Background: an optimization exercise with open tools, aiming at small area, a short achievable clock period and few clock cycles per item. Do not read the settings as production practice. Power figures rest on the tool's default switching activity, not on a simulated workload.

Setup of before:
==> flow/design.v <==
module pwm_minp (
    input  wire        clk,
    input  wire        rst,
    input  wire        in_valid,
    output wire        in_ready,
    input  wire [18:0] in_per,
    input  wire [13:0] in_dly_r,
    input  wire [13:0] in_dly_f,
    input  wire [10:0] in_duty_max,
    input  wire        in_clamp,
    input  wire        in_clear,
    input  wire [7:0]  in_ls,
    input  wire [75:0] in_h,
    input  wire [3:0]  in_centre,
    output reg         out_valid,
    output reg  [7:0]  out_ls,
    output reg  [75:0] out_on,
    output reg  [75:0] out_off,
    output reg  [3:0]  out_drop,
    output reg  [3:0]  out_raise
);
    assign in_ready = 1'b1;
    reg        s0_valid;
    reg [18:0] s0_per;
    reg [13:0] s0_dly_r, s0_dly_f;
    reg [10:0] s0_duty_max;
    reg        s0_clamp, s0_clear;
    reg [7:0]  s0_ls;
    reg [75:0] s0_h;
    reg [3:0]  s0_centre;
    always @(posedge clk) begin
        s0_valid    <= in_valid & ~rst;
        s0_per      <= in_per;
        s0_dly_r    <= in_dly_r;
        s0_dly_f    <= in_dly_f;
        s0_duty_max <= in_duty_max;
        s0_clamp    <= in_clamp;
        s0_clear    <= in_clear;
        s0_ls       <= in_ls;
        s0_h        <= in_h;
        s0_centre   <= in_centre;
    end
    wire [28:0] duty_prod = s0_duty_max[9:0] * s0_per;
    wire [14:0] thr_h0    = 15'd2000 + s0_dly_r;
    wire [14:0] thr_l0    = 15'd2000 + s0_dly_f;
    wire [18:0] pmt0      = s0_per - thr_l0;
    reg        s1_valid;
    reg [18:0] s1_per, s1_max_h, s1_pmt;
    reg [14:0] s1_thr_h;
    reg        s1_full, s1_clamp;
    reg [7:0]  s1_ls;
    reg [75:0] s1_h;
    reg [3:0]  s1_centre;
    always @(posedge clk) begin
        s1_valid  <= s0_valid & ~rst;
        s1_per    <= s0_per;
        s1_max_h  <= duty_prod[28:10] | (s0_duty_max[10] ? s0_per : 19'd0);
        s1_pmt    <= pmt0;
        s1_thr_h  <= thr_h0;
        s1_full   <= s0_duty_max[10];
        s1_clamp  <= s0_clamp;
        s1_ls     <= s0_ls;
        s1_h      <= s0_valid ? s0_h : 76'd0;
        s1_centre <= s0_centre;
    end
    reg [18:0] cv [0:3];         
    reg [3:0]  cnz;              
    reg [3:0]  cf_low;           
    reg [18:0] per_c;            
    reg rst_q;
    always @(posedge clk) rst_q <= rst;
    always @(posedge clk)
        if (s1_valid) per_c <= s1_per;
    wire c_zero = rst_q | (s0_valid & s0_clear);
    reg        s2_valid;
    reg [18:0] s2_per;
    reg [7:0]  s2_ls;
    reg [75:0] s2_h;
    reg [3:0]  s2_centre, s2_drop, s2_raise;
    genvar l;
    generate
        for (l = 0; l < 4; l = l + 1) begin : g_leg
            wire [18:0] h   = s1_h[19*l +: 19];
            wire        sw  = (s1_ls[2*l +: 2] == 2'd0);
            wire [18:0] v   = cnz[l] ? cv[l] : 19'd0;
            wire        f   = s1_valid & cf_low[l];
            wire [20:0] x0 = {2'b00, h};
            wire [20:0] x1 = {2'b00, v};
            wire [20:0] x2 = f ? {2'b11, ~per_c} : 21'd0;
            wire [20:0] s1 = x0 ^ x1 ^ x2;
            wire [20:0] c1 = {(x0[19:0] & x1[19:0]) | (x0[19:0] & x2[19:0]) | (x1[19:0] & x2[19:0]), f};
            wire [19:0] hc;
            add_bk #(20) u_hc (.a(s1[19:0]), .b(c1[19:0]), .ci(1'b0), .s(hc), .co());
            wire neg = hc[19];
            wire [20:0] x3 = {2'b11, ~s1_max_h};
            wire [20:0] s2 = s1 ^ c1 ^ x3;
            wire [20:0] c2 = {(s1[19:0] & c1[19:0]) | (s1[19:0] & x3[19:0]) | (c1[19:0] & x3[19:0]), 1'b0};
            wire [20:0] d2;
            add_bk #(21) u_ov (.a(s2), .b(c2), .ci(1'b0), .s(d2), .co());
            wire over = ~d2[20];
            wire [18:0] h1    = over ? h : (neg ? 19'd0 : hc[18:0]);
            wire        nz    = |h1;
            wire        sh    = nz & (h1[18:15] == 4'd0) & (h1[14:0] < s1_thr_h);
            wire        isper = (h1 == s1_per);
            wire        sl    = (h1 > s1_pmt) & ~isper;
            wire        cf    = s1_clamp | over;
            wire dropH  = sh & ~cf;
            wire raiseH = sh & cf;
            wire dropL  = sl & ~cf & s1_full;
            wire raiseL = sl & ~(~cf & s1_full);
            wire [18:0] h3 = raiseH ? {4'd0, s1_thr_h} : raiseL ? s1_pmt : h1;
            wire isLow  = ~nz | dropH;
            wire isHigh = isper | dropL;
            always @(posedge clk) begin
                if (c_zero) begin
                    cnz[l]    <= 1'b0;
                    cf_low[l] <= 1'b0;
                end else if (s1_valid) begin
                    cnz[l]    <= sw & (dropH | dropL);
                    cf_low[l] <= sw & dropL;
                end
                cv[l] <= hc[18:0];
            end
            always @(posedge clk) begin
                s2_h[19*l +: 19] <= h3;
                s2_ls[2*l +: 2]  <= ~sw ? s1_ls[2*l +: 2] : isLow ? 2'd1 : isHigh ? 2'd2 : 2'd0;
                s2_drop[l]       <= sw & (dropH | dropL);
                s2_raise[l]      <= sw & (raiseH | raiseL);
            end
        end
    endgenerate
    always @(posedge clk) begin
        s2_valid  <= s1_valid & ~rst;
        s2_per    <= s1_per;
        s2_centre <= s1_centre;
    end
    wire [19:0] per1 = {1'b0, s2_per} + 20'd1;
    generate
        for (l = 0; l < 4; l = l + 1) begin : g_place
            wire [18:0] h3  = s2_h[19*l +: 19];
            wire [1:0]  ls  = s2_ls[2*l +: 2];
            wire [19:0] a   = s2_centre[l] ? per1 : {s2_per, 1'b0};
            wire [19:0] b   = s2_centre[l] ? per1 : 20'd0;
            wire [19:0] son, sof;
            add_bk #(20) u_on  (.a(a), .b({1'b1, ~h3}), .ci(1'b1), .s(son), .co());
            add_bk #(20) u_off (.a(b), .b({1'b0, h3}),  .ci(1'b0), .s(sof), .co());
            always @(posedge clk) begin
                out_ls[2*l +: 2]    <= ls;
                out_on[19*l +: 19]  <= (ls == 2'd0) ? son[19:1] : 19'd0;
                out_off[19*l +: 19] <= (ls == 2'd0) ? sof[19:1] : (ls == 2'd2) ? s2_per : 19'd0;
            end
        end
    endgenerate
    always @(posedge clk) begin
        out_valid <= s2_valid & ~rst;
        out_drop  <= s2_drop;
        out_raise <= s2_raise;
    end
endmodule
module add_bk #(parameter W = 20) (
    input  wire [W-1:0] a,
    input  wire [W-1:0] b,
    input  wire         ci,
    output wire [W-1:0] s,
    output wire         co
);
    localparam LG = (W <= 2) ? 1 : (W <= 4) ? 2 : (W <= 8) ? 3 : (W <= 16) ? 4 : (W <= 32) ? 5 : 6;
    reg [W-1:0] g, p;
    reg [W:0]   c;
    integer i, d;
    wire [W-1:0] p0 = a ^ b;
    wire [W-1:0] g0 = a & b;
    always @* begin
        g = g0;
        p = p0;
        g[0] = g[0] | (p[0] & ci);
        for (d = 1; d < (1 << LG); d = d * 2)
            for (i = 2*d - 1; i < W; i = i + 2*d) begin
                g[i] = g[i] | (p[i] & g[i-d]);
                p[i] = p[i] & p[i-d];
            end
        for (d = (1 << (LG - 1)) / 2; d >= 1; d = d / 2)
            for (i = 3*d - 1; i < W; i = i + 2*d) begin
                g[i] = g[i] | (p[i] & g[i-d]);
                p[i] = p[i] & p[i-d];
            end
        c[0] = ci;
        for (i = 0; i < W; i = i + 1) c[i+1] = g[i];
    end
    assign s  = p0 ^ c[W-1:0];
    assign co = c[W];
endmodule
clock: 26.0 ns
lec_check: 0
abc_area: 1
cap_margin: 50
core_margin: 2
core_utilization: 40
slew_margin: 70
standard.sh (not shown) runs the stock make flow with config.mk's settings and CLKGATE_MAP_FILE= SYNTH_SCRIPT=/design/flow/synth_recipe.tcl, a recipe that flattens the netlist after the stock synthesis.
==> flow/flow/run.sh <==
#!/bin/bash
# The standard layout, with every port buffered by a buf_2 instead of the
# buffer_ports default.
set -euo pipefail
export BUFFER_PORTS_ARGS="-buffer_cell sky130_fd_sc_hd__buf_2"
bash standard.sh > standard.log 2>&1
### before -> after
--- a/flow/design.v
+++ b/flow/design.v
@@ -81,36 +81,39 @@
     generate
         for (l = 0; l < 4; l = l + 1) begin : g_leg
             wire [18:0] h   = s1_h[19*l +: 19];
             wire        sw  = (s1_ls[2*l +: 2] == 2'd0);
             wire [18:0] v   = cnz[l] ? cv[l] : 19'd0;
             wire        f   = s1_valid & cf_low[l];
-            wire [20:0] x0 = {2'b00, h};
-            wire [20:0] x1 = {2'b00, v};
-            wire [20:0] x2 = f ? {2'b11, ~per_c} : 21'd0;
-            wire [20:0] s1 = x0 ^ x1 ^ x2;
-            wire [20:0] c1 = {(x0[19:0] & x1[19:0]) | (x0[19:0] & x2[19:0]) | (x1[19:0] & x2[19:0]), f};
+            wire r_nz    = |h;
+            wire r_sh    = r_nz & (h[18:15] == 4'd0) & (h[14:0] < s1_thr_h);
+            wire r_isper = (h == s1_per);
+            wire r_sl    = (h > s1_pmt) & ~r_isper;
+            wire [19:0] x0 = {1'b0, h};
+            wire [19:0] x1 = {1'b0, v};
+            wire [19:0] x2 = f ? {1'b1, ~per_c} : 20'd0;
+            wire [19:0] cs_s = x0 ^ x1 ^ x2;
+            wire [19:0] cs_c = (x0 & x1) | (x0 & x2) | (x1 & x2);
             wire [19:0] hc;
-            add_bk #(20) u_hc (.a(s1[19:0]), .b(c1[19:0]), .ci(1'b0), .s(hc), .co());
-            wire neg = hc[19];
-            wire [20:0] x3 = {2'b11, ~s1_max_h};
-            wire [20:0] s2 = s1 ^ c1 ^ x3;
-            wire [20:0] c2 = {(s1[19:0] & c1[19:0]) | (s1[19:0] & x3[19:0]) | (c1[19:0] & x3[19:0]), 1'b0};
-            wire [20:0] d2;
-            add_bk #(21) u_ov (.a(s2), .b(c2), .ci(1'b0), .s(d2), .co());
-            wire over = ~d2[20];
-            wire [18:0] h1    = over ? h : (neg ? 19'd0 : hc[18:0]);
-            wire        nz    = |h1;
-            wire        sh    = nz & (h1[18:15] == 4'd0) & (h1[14:0] < s1_thr_h);
-            wire        isper = (h1 == s1_per);
-            wire        sl    = (h1 > s1_pmt) & ~isper;
-            wire        cf    = s1_clamp | over;
+            add_bk #(20) u_hc (.a(cs_s), .b({cs_c[18:0], f}), .ci(1'b0), .s(hc), .co());
+            wire neg  = hc[19];
+            wire over = ~neg & (hc[18:0] > s1_max_h);
+            wire nz_c    = ~neg & (|hc[18:0]);
+            wire sh_c    = nz_c & (hc[18:15] == 4'd0) & (hc[14:0] < s1_thr_h);
+            wire isper_c = ~neg & (hc[18:0] == s1_per);
+            wire sl_c    = ~neg & (hc[18:0] > s1_pmt) & ~isper_c;
+            wire nz    = over ? r_nz    : nz_c;
+            wire sh    = over ? r_sh    : sh_c;
+            wire isper = over ? r_isper : isper_c;
+            wire sl    = over ? r_sl    : sl_c;
+            wire cf    = s1_clamp | over;
             wire dropH  = sh & ~cf;
             wire raiseH = sh & cf;
             wire dropL  = sl & ~cf & s1_full;
             wire raiseL = sl & ~(~cf & s1_full);
+            wire [18:0] h1 = over ? h : (neg ? 19'd0 : hc[18:0]);
             wire [18:0] h3 = raiseH ? {4'd0, s1_thr_h} : raiseL ? s1_pmt : h1;
             wire isLow  = ~nz | dropH;
             wire isHigh = isper | dropL;
             always @(posedge clk) begin
                 if (c_zero) begin
                     cnz[l]    <= 1'b0;
--- outcome ---
- after | stages: all done | timing, DRC, antenna: all pass
- [after vs before] total inserted antenna cells: higher in after
- Final area for after is higher than for before.
- Taking before as the reference, in after fraction of layout cells with a size suffix above 1 decreased by 0.78 points relative to the old numbers; synthesized area per cell fell by about 5.5%; portion of the layout cell area used by non-clock buffers stayed essentially flat.
- The number of nets in the layout in after sits 11% above the value recorded for before.
- Of after and before, it is after that has the lower proportion of synthesized chip area in sequential cells.
- Compared to before, after has clock power share 0.4 points lower.
- Comparing sequential cell fraction of total power for after and before, the bigger number came from before.
No functional check of the RTL was part of any run of this note.

-- port drivers added, routing unchanged --
No port has a modelled driver above. Below, the same layouts with a new extraction and two added sets of constraints.
Step 1 sets driving cells, clkbuf_16 on the clock port and buf_2 on the other inputs (assumed; they add their load-dependent delay and slew).
Step 2 adds t to the input delays and takes it off the output delays; t is the mean of the earliest and latest rising clock arrival at the registers after step 1. Input paths then give back, and output paths get back, about the clock's delay inside the block.
a / b / c = no drivers / after step 1 / after step 2; a / b = the first two.
| run | shift t [ns] | slack for setup (ns) | worst hold slack (ns) |
|---|---|---|---|
| before | 0.784 | 17.248 / 17.248 / 17.248 | 0.313 / 0.313 / 0.313 |
| after | 0.797 | 18.590 / 18.590 / 18.590 | 0.322 / 0.322 / 0.322 |
After both steps setup and hold are still met in every run listed.
